This design comes from an exercise in tuning for small area, a short achievable clock period and few clock cycles on the open sky130 flow, not from production work.
For this run, only the layout was checked, not whether the RTL still works.
Power figures rest on the tool's default switching activity, not on a simulated workload.

File: design/flow/design.v
`timescale 1ns/1ps
module uc32_alu (
    input  wire        clk,
    input  wire        rst,           
    input  wire        in_valid,
    output wire        in_ready,
    input  wire [10:0] in_fn,
    input  wire [31:0] in_a,
    input  wire [31:0] in_b,
    output reg         out_valid,
    output reg  [31:0] out_result,
    output reg         out_illegal
);
    localparam [10:0] FN_ADD   = 11'h000;
    localparam [10:0] FN_SUB   = 11'h001;
    localparam [10:0] FN_AND   = 11'h002;
    localparam [10:0] FN_OR    = 11'h003;
    localparam [10:0] FN_XOR   = 11'h004;
    localparam [10:0] FN_SLL   = 11'h005;
    localparam [10:0] FN_SRL   = 11'h006;
    localparam [10:0] FN_SRA   = 11'h007;
    localparam [10:0] FN_SLT   = 11'h008;
    localparam [10:0] FN_SLTU  = 11'h009;
    localparam [10:0] FN_MUL   = 11'h010;
    localparam [10:0] FN_MULH  = 11'h011;
    localparam [10:0] FN_MULHU = 11'h012;
    localparam [10:0] FN_DIV   = 11'h014;
    localparam [10:0] FN_DIVU  = 11'h015;
    localparam [10:0] FN_REM   = 11'h016;
    localparam [10:0] FN_REMU  = 11'h017;
    localparam [1:0] S_IDLE = 2'd0;
    localparam [1:0] S_MUL  = 2'd1;
    localparam [1:0] S_DIV  = 2'd2;
    reg  [1:0]  state;
    reg  [5:0]  count;
    reg  [1:0]  op_sel;       
    reg         neg_res;      
    reg  [31:0] a_orig;       
    reg  [31:0] mcand;
    reg  [31:0] prod_hi;
    reg  [31:0] prod_lo;
    reg  [31:0] divisor;
    reg  [31:0] rem;
    reg  [31:0] quo;
    reg         div_zero;
    assign in_ready = (state == S_IDLE);
    wire fire = in_valid && in_ready;
    wire [31:0] sum  = in_a + in_b;
    wire [31:0] diff = in_a - in_b;
    wire        lt_s = ($signed(in_a) < $signed(in_b));
    wire        lt_u = (in_a < in_b);
    reg  [31:0] simple_res;
    reg         simple_op;
    reg         mul_op;
    reg         div_op;
    always @(*) begin
        simple_res = 32'd0;
        simple_op  = 1'b1;
        mul_op     = 1'b0;
        div_op     = 1'b0;
        case (in_fn)
            FN_ADD:  simple_res = sum;
            FN_SUB:  simple_res = diff;
            FN_AND:  simple_res = in_a & in_b;
            FN_OR:   simple_res = in_a | in_b;
            FN_XOR:  simple_res = in_a ^ in_b;
            FN_SLL:  simple_res = in_a << in_b[4:0];
            FN_SRL:  simple_res = in_a >> in_b[4:0];
            FN_SRA:  simple_res = $unsigned($signed(in_a) >>> in_b[4:0]);
            FN_SLT:  simple_res = {31'd0, lt_s};
            FN_SLTU: simple_res = {31'd0, lt_u};
            FN_MUL, FN_MULH, FN_MULHU: begin
                simple_op = 1'b0;
                mul_op    = 1'b1;
            end
            FN_DIV, FN_DIVU, FN_REM, FN_REMU: begin
                simple_op = 1'b0;
                div_op    = 1'b1;
            end
            default: simple_op = 1'b0;    
        endcase
    end
    wire        a_signed = (in_fn == FN_MULH) || (in_fn == FN_DIV) || (in_fn == FN_REM);
    wire        b_signed = (in_fn == FN_MULH) || (in_fn == FN_DIV) || (in_fn == FN_REM);
    wire        a_neg    = a_signed && in_a[31];
    wire        b_neg    = b_signed && in_b[31];
    wire [31:0] a_mag    = a_neg ? (32'd0 - in_a) : in_a;
    wire [31:0] b_mag    = b_neg ? (32'd0 - in_b) : in_b;
    wire        is_rem   = (in_fn == FN_REM) || (in_fn == FN_REMU);
    wire        neg_next = is_rem ? a_neg : (a_neg ^ b_neg);
    wire [32:0] mul_add  = {1'b0, prod_hi} + (prod_lo[0] ? {1'b0, mcand} : 33'd0);
    wire [32:0] rem_sh   = {rem, quo[31]};
    wire [32:0] rem_try  = rem_sh - {1'b0, divisor};
    wire        rem_ok   = !rem_try[32];
    wire [63:0] prod_full = {prod_hi, prod_lo};
    wire [63:0] prod_sgn  = neg_res ? (64'd0 - prod_full) : prod_full;
    wire [31:0] quo_sgn   = neg_res ? (32'd0 - quo) : quo;
    wire [31:0] rem_sgn   = neg_res ? (32'd0 - rem) : rem;
    always @(posedge clk) begin
        if (rst) begin
            state       <= S_IDLE;
            count       <= 6'd0;
            out_valid   <= 1'b0;
            out_result  <= 32'd0;
            out_illegal <= 1'b0;
        end else begin
            out_valid <= 1'b0;
            case (state)
                S_IDLE: begin
                    if (fire) begin
                        op_sel   <= in_fn[1:0];
                        neg_res  <= neg_next;
                        a_orig   <= in_a;
                        count    <= 6'd0;
                        if (simple_op) begin
                            out_valid   <= 1'b1;
                            out_result  <= simple_res;
                            out_illegal <= 1'b0;
                        end else if (mul_op) begin
                            mcand   <= a_mag;
                            prod_hi <= 32'd0;
                            prod_lo <= b_mag;
                            state   <= S_MUL;
                        end else if (div_op) begin
                            divisor  <= b_mag;
                            rem      <= 32'd0;
                            quo      <= a_mag;
                            div_zero <= (in_b == 32'd0);
                            state    <= S_DIV;
                        end else begin
                            out_valid   <= 1'b1;
                            out_result  <= 32'd0;
                            out_illegal <= 1'b1;
                        end
                    end
                end
                S_MUL: begin
                    if (count == 6'd32) begin
                        out_valid   <= 1'b1;
                        out_illegal <= 1'b0;
                        if (op_sel == 2'b00)
                            out_result <= prod_sgn[31:0];
                        else
                            out_result <= prod_sgn[63:32];
                        state <= S_IDLE;
                    end else begin
                        {prod_hi, prod_lo} <= {mul_add, prod_lo[31:1]};
                        count <= count + 6'd1;
                    end
                end
                S_DIV: begin
                    if (count == 6'd32) begin
                        out_valid   <= 1'b1;
                        out_illegal <= 1'b0;
                        if (div_zero)
                            out_result <= op_sel[1] ? a_orig : 32'hFFFF_FFFF;
                        else
                            out_result <= op_sel[1] ? rem_sgn : quo_sgn;
                        state <= S_IDLE;
                    end else begin
                        if (rem_ok)
                            rem <= rem_try[31:0];
                        else
                            rem <= rem_sh[31:0];
                        quo   <= {quo[30:0], rem_ok};
                        count <= count + 6'd1;
                    end
                end
                default: state <= S_IDLE;
            endcase
        end
    end
endmodule
File: design/flow/run.sh
#!/bin/bash
# synth_recipe.tcl (not shown) runs the flow's synth.tcl, then flattens the netlist and writes it again
# the make line also repeats each setting of config.mk as NAME=value (left out here)
make -C /OpenROAD-flow-scripts/flow DESIGN_CONFIG=/design/flow/config.mk WORK_HOME=/design/flow/orfs CLKGATE_MAP_FILE= SYNTH_SCRIPT=/design/flow/synth_recipe.tcl finish
File: design/flow/config.mk
export PLATFORM = sky130hd
export DESIGN_NAME = uc32_alu
export DESIGN_NICKNAME = uc32_alu
export VERILOG_FILES = /design/flow/design.v
export SDC_FILE = /design/flow/constraint.sdc
export NUM_CORES = 4
export LEC_CHECK = 0
export CAP_MARGIN = 20
export CORE_MARGIN = 2
export CORE_UTILIZATION = 40
export PLACE_DENSITY = 0.6
export SLEW_MARGIN = 20
File: design/flow/constraint.sdc
create_clock -name core_clock -period 8.0 [get_ports {clk}]
set_input_delay 1.6000 -clock core_clock [delete_from_list [all_inputs] [get_ports {clk}]]
set_output_delay 1.6000 -clock core_clock [all_outputs]
set_load 0.01 [all_outputs]
==> run notes <==
[layout by cell type, fill, tap and decap left out, types with 80 or more instances in the layout]
| cell type | synthesis | final |
|---|---|---|
| o21ai_0 | 216 | 216 |
| xnor2_1 | 134 | 134 |
| nor3_1 | 83 | 80 |
| mux2_2 | 83 | 83 |
| nand2_1 | 251 | 251 |
| edfxtp_1 | 228 | 228 |
| nor2_1 | 325 | 318 |
| mux2i_1 | 91 | 91 |
| clkdlybuf4s50_1 | 0 | 106 |
| a21oi_1 | 234 | 234 |
| inv_1 | 150 | 149 |
| ha_1 | 175 | 175 |
[how the worst max path moves through the flow]
stage / start / to / slack (ns) / cells after the start
after floorplan: rst / div_zero / 1.68 / 4
after global placement: in_a[12] / out_result[28] / 2.07 / 13
after detailed placement: in_a[12] / out_result[28] / 2.12 / 13
after CTS: in_a[12] / out_result[28] / 2.71 / 13
after global routing: in_a[9] / out_result[30] / 2.41 / 13
final: in_b[0] / out_result[5] / 2.51 / 12
[tightest hold or removal path, stage by stage (launching register included)]
cell and delay [ns]:
dfxtp_1 0.32, o21ai_0 0.07, a21oi_1 0.06
[registers in the layout, summed over array words and instances (netlist names), 6 cells and up]
signal,cells
count,6
quo,32
prod_hi,32
rem,32
prod_lo,32
divisor,32
mcand,32
out_result,32
a_orig,32
[final cells by class]
cell class,count,share of cell area (%)
multi-input combinational,2656,60.7
sequential,270,24.9
timing repair buffer,172,5.01
tap,931,3.78
clock buffer,44,2.91
inverter,154,1.87
clock inverter,18,0.779
antenna,1,0.00811
[metal layers]
layer	global-route usage [%]	vias to the layer above
met1	45.2	13403
met3	6.29	341
met2	51.2	1700
met5	0	-
met4	16.3	2
li1	-	12295
[through the flow]
stage / instance area (µm²) / util, %
after global placement: 29700 / 43.2
after floorplan: 27800 / -
after CTS: 30800 / 44.9
after detailed placement: 29700 / 43.2
after global routing: 30800 / 44.9
final: 30800 / 44.9
[power by group]
part           internal, W  leakage [nW]  total, W  switching, W
Clock             0.000963         0.540   0.00164      0.000673
Sequential         0.00154          2.49   0.00155     0.0000162
Combinational     0.000287          8.31  0.000856      0.000569
[cell families after synthesis]
kind of cell / count (synthesis)
xor gates and xnor gates: 212
and+or+nand+nor: 1072
buffers and inverters: 367
AOI/OAI and AO/OA: 977
adders and majority gates: 179
muxes: 216
DFF: 270
==> flow_metrics.tcl <==
set metrics [dict create \
    cts_setup_buffers 0 \
    p_leak_nw 11.3 \
    syn_to_final_growth_pct 11.1 \
    synth_ff_type "edfxtp_1" \
    num_rows 96 \
    cts_max_level 2 \
    portBuffers 112 \
    fmax_ghz 0.182 \
    hold_start "count[5]" \
    synth_cells 3293 \
    seq_area_frac_synth_pct 27.7 \
    hold_buffers 0 \
    synth-simple-area-share_pct 19.0 \
    endpoint_kind "flop" \
    status "timing/DRC/antenna clean" \
    ir_drop_uv 124 \
    nets 3545 \
    clockRootBuffer "clkbuf_16" \
    r2r_end "quo[0]" \
    power.density_mw_per_mm2 131 \
    cp-start-kind "primary input" \
    ff2ff_path_depth 14 \
    min_period_over_period_pct 68.6 \
    fin_cells 4246 \
    synth_edf_count 228 \
    reg2reg_slack_ns 3.53 \
    drive_above_1_share_pct 8.99 \
    setup_tns_ns 0 \
    path_delay_family "compound AO/OA/AOI/OAI gates" \
    placedCellCount 4183 \
    path_max_fanout 39 \
    slew_headroom_pct 15.5 \
    layout_setup_ws_ns 2.51 \
    grt_start_max_net_pins 75 \
    grt_pass1_wl_um 177000 \
    worstPathArrival_ns 5.92 \
    setup_viol 0 \
    synth_nets 3550 \
    drc 0 \
    via_per_inst 6.53 \
    hold_end "count[5]" \
    ant_nets 0 \
    finClkSkew_ns 0.0348 \
    core-area_mm2 0.0687 \
    synth-compound-area-share_pct 23.3 \
    hold_depth 2 \
    grt_pass1_vias 25865 \
    report.power.total_w 0.00404 \
    yosysMostFrequentCell "nor2_1" \
    r2r_start "quo[31]" \
    clock-sinks 270 \
    track_usage_pct 33.4 \
    rsz0062_at_grt "no" \
    firstDrtPassIters 6 \
    clk_pin_slew_worst_paths_ns 0.06 \
    route.met2.wl_um 52500 \
    area.sequential_mm2 0.00769 \
    post-place-ws_ns 2.12 \
    synth_seq_cells 270 \
    grt_overflow 0 \
    final-hold-violation-count 0 \
    slowest_stage "mux2i_1" \
    synth-async-reset-ratio_pct 0 \
    synthTopCellsByArea "edfxtp_1 25%, ha_1 7.9%, nor2_1 4.4%" \
    start_util_pct 40.4 \
    wire_per_inst_um 28.7 \
    critical_path_class "in -> reg" \
    synthTopCellsByCount "325 x nor2_1, 251 x nand2_1, 234 x a21oi_1" \
    fp.dieW_um 267 \
    cp_data_required_time_ns 8.43 \
    met1_length_um 49800 \
    cts_tree "built" \
    finalWorstPathRequiredPeriod_ns 5.49 \
    hold_path.class "reg -> reg" \
    path_cells "buf_4 > buf_4 > mux2i_1 > nand2_1 > o21ai_0 > o22ai_1 > a21oi_1 > o221ai_1 > a211oi_1 > o22ai_1 > nor2_1 > nor3_1" \
    path_buf_inv 2 \
    wirelength_um 122000 \
    worst_pin_slew_ns 1.26 \
    synthDistinctLibCells 95 \
    die-area_mm2 0.0715 \
    synth_xor_xnor_area_share_pct 6.69 \
    synth_area_mm2 0.0278 \
    gp_routability_congestion 1.05 \
    top_layer_used "met5" \
    yosys-mux-area-fraction_pct 10.1 \
    cts_buffers 34 \
    drt_iter0_drc 4191 \
    synth_top_family_by_area "compound AO/OA/AOI/OAI gates" \
    multi_input_area_mm2 0.0187 \
    cts_resized 0 \
    whs_ns 0.502 \
    clk_latency_ns 0.57 \
    routed-via-count 27741 \
    dpl.hpwl_um 93400 \
    maxCapViolations 0 \
    antenna_found_initial 4 \
    io_pins 113 \
    critical_path.max_stage_delay_ns 0.94 \
    fillers 6910 \
    synth_top_area_cell "edfxtp_1" \
    die_y_um 267 \
    finalMaxSlewViolations 0 \
    wl_met3_um 12400 \
    clock_path_buffers 3 \
    netlist.area_leader.share_pct 24.7 \
    avgSynthCellArea_um2 8.43 \
    yosysWarnings 1 \
    synth_fa_ha_area_share_pct 8.18 \
]

==> port drivers added, routing unchanged <==
No port has a modelled driver above. Below, the same layout with a new extraction and two added sets of constraints. Step 1 assumes that a clkbuf_16 drives the clock port and a buf_2 every other input. Step 2 also shifts input and output timing later by t, the mid clock arrival at the registers, as if the neighbouring blocks saw the same clock. a / b / c = no drivers / after step 1 / after step 2; a / b = the first two.
shift t [ns]: 0.605
setup slack, ns: 2.509 / 2.537 / 1.932
latest minus earliest clock arrival (ns): 0.037 / 0.036
slew at the worst register clock pin (ns): 0.07 / 0.07
worst data-port slew with drivers (ns): 0.11
After both steps this run still meets setup and hold. For this run, drivers alone change the setup slack by +0.028 ns; drivers and shift together by -0.577 ns.
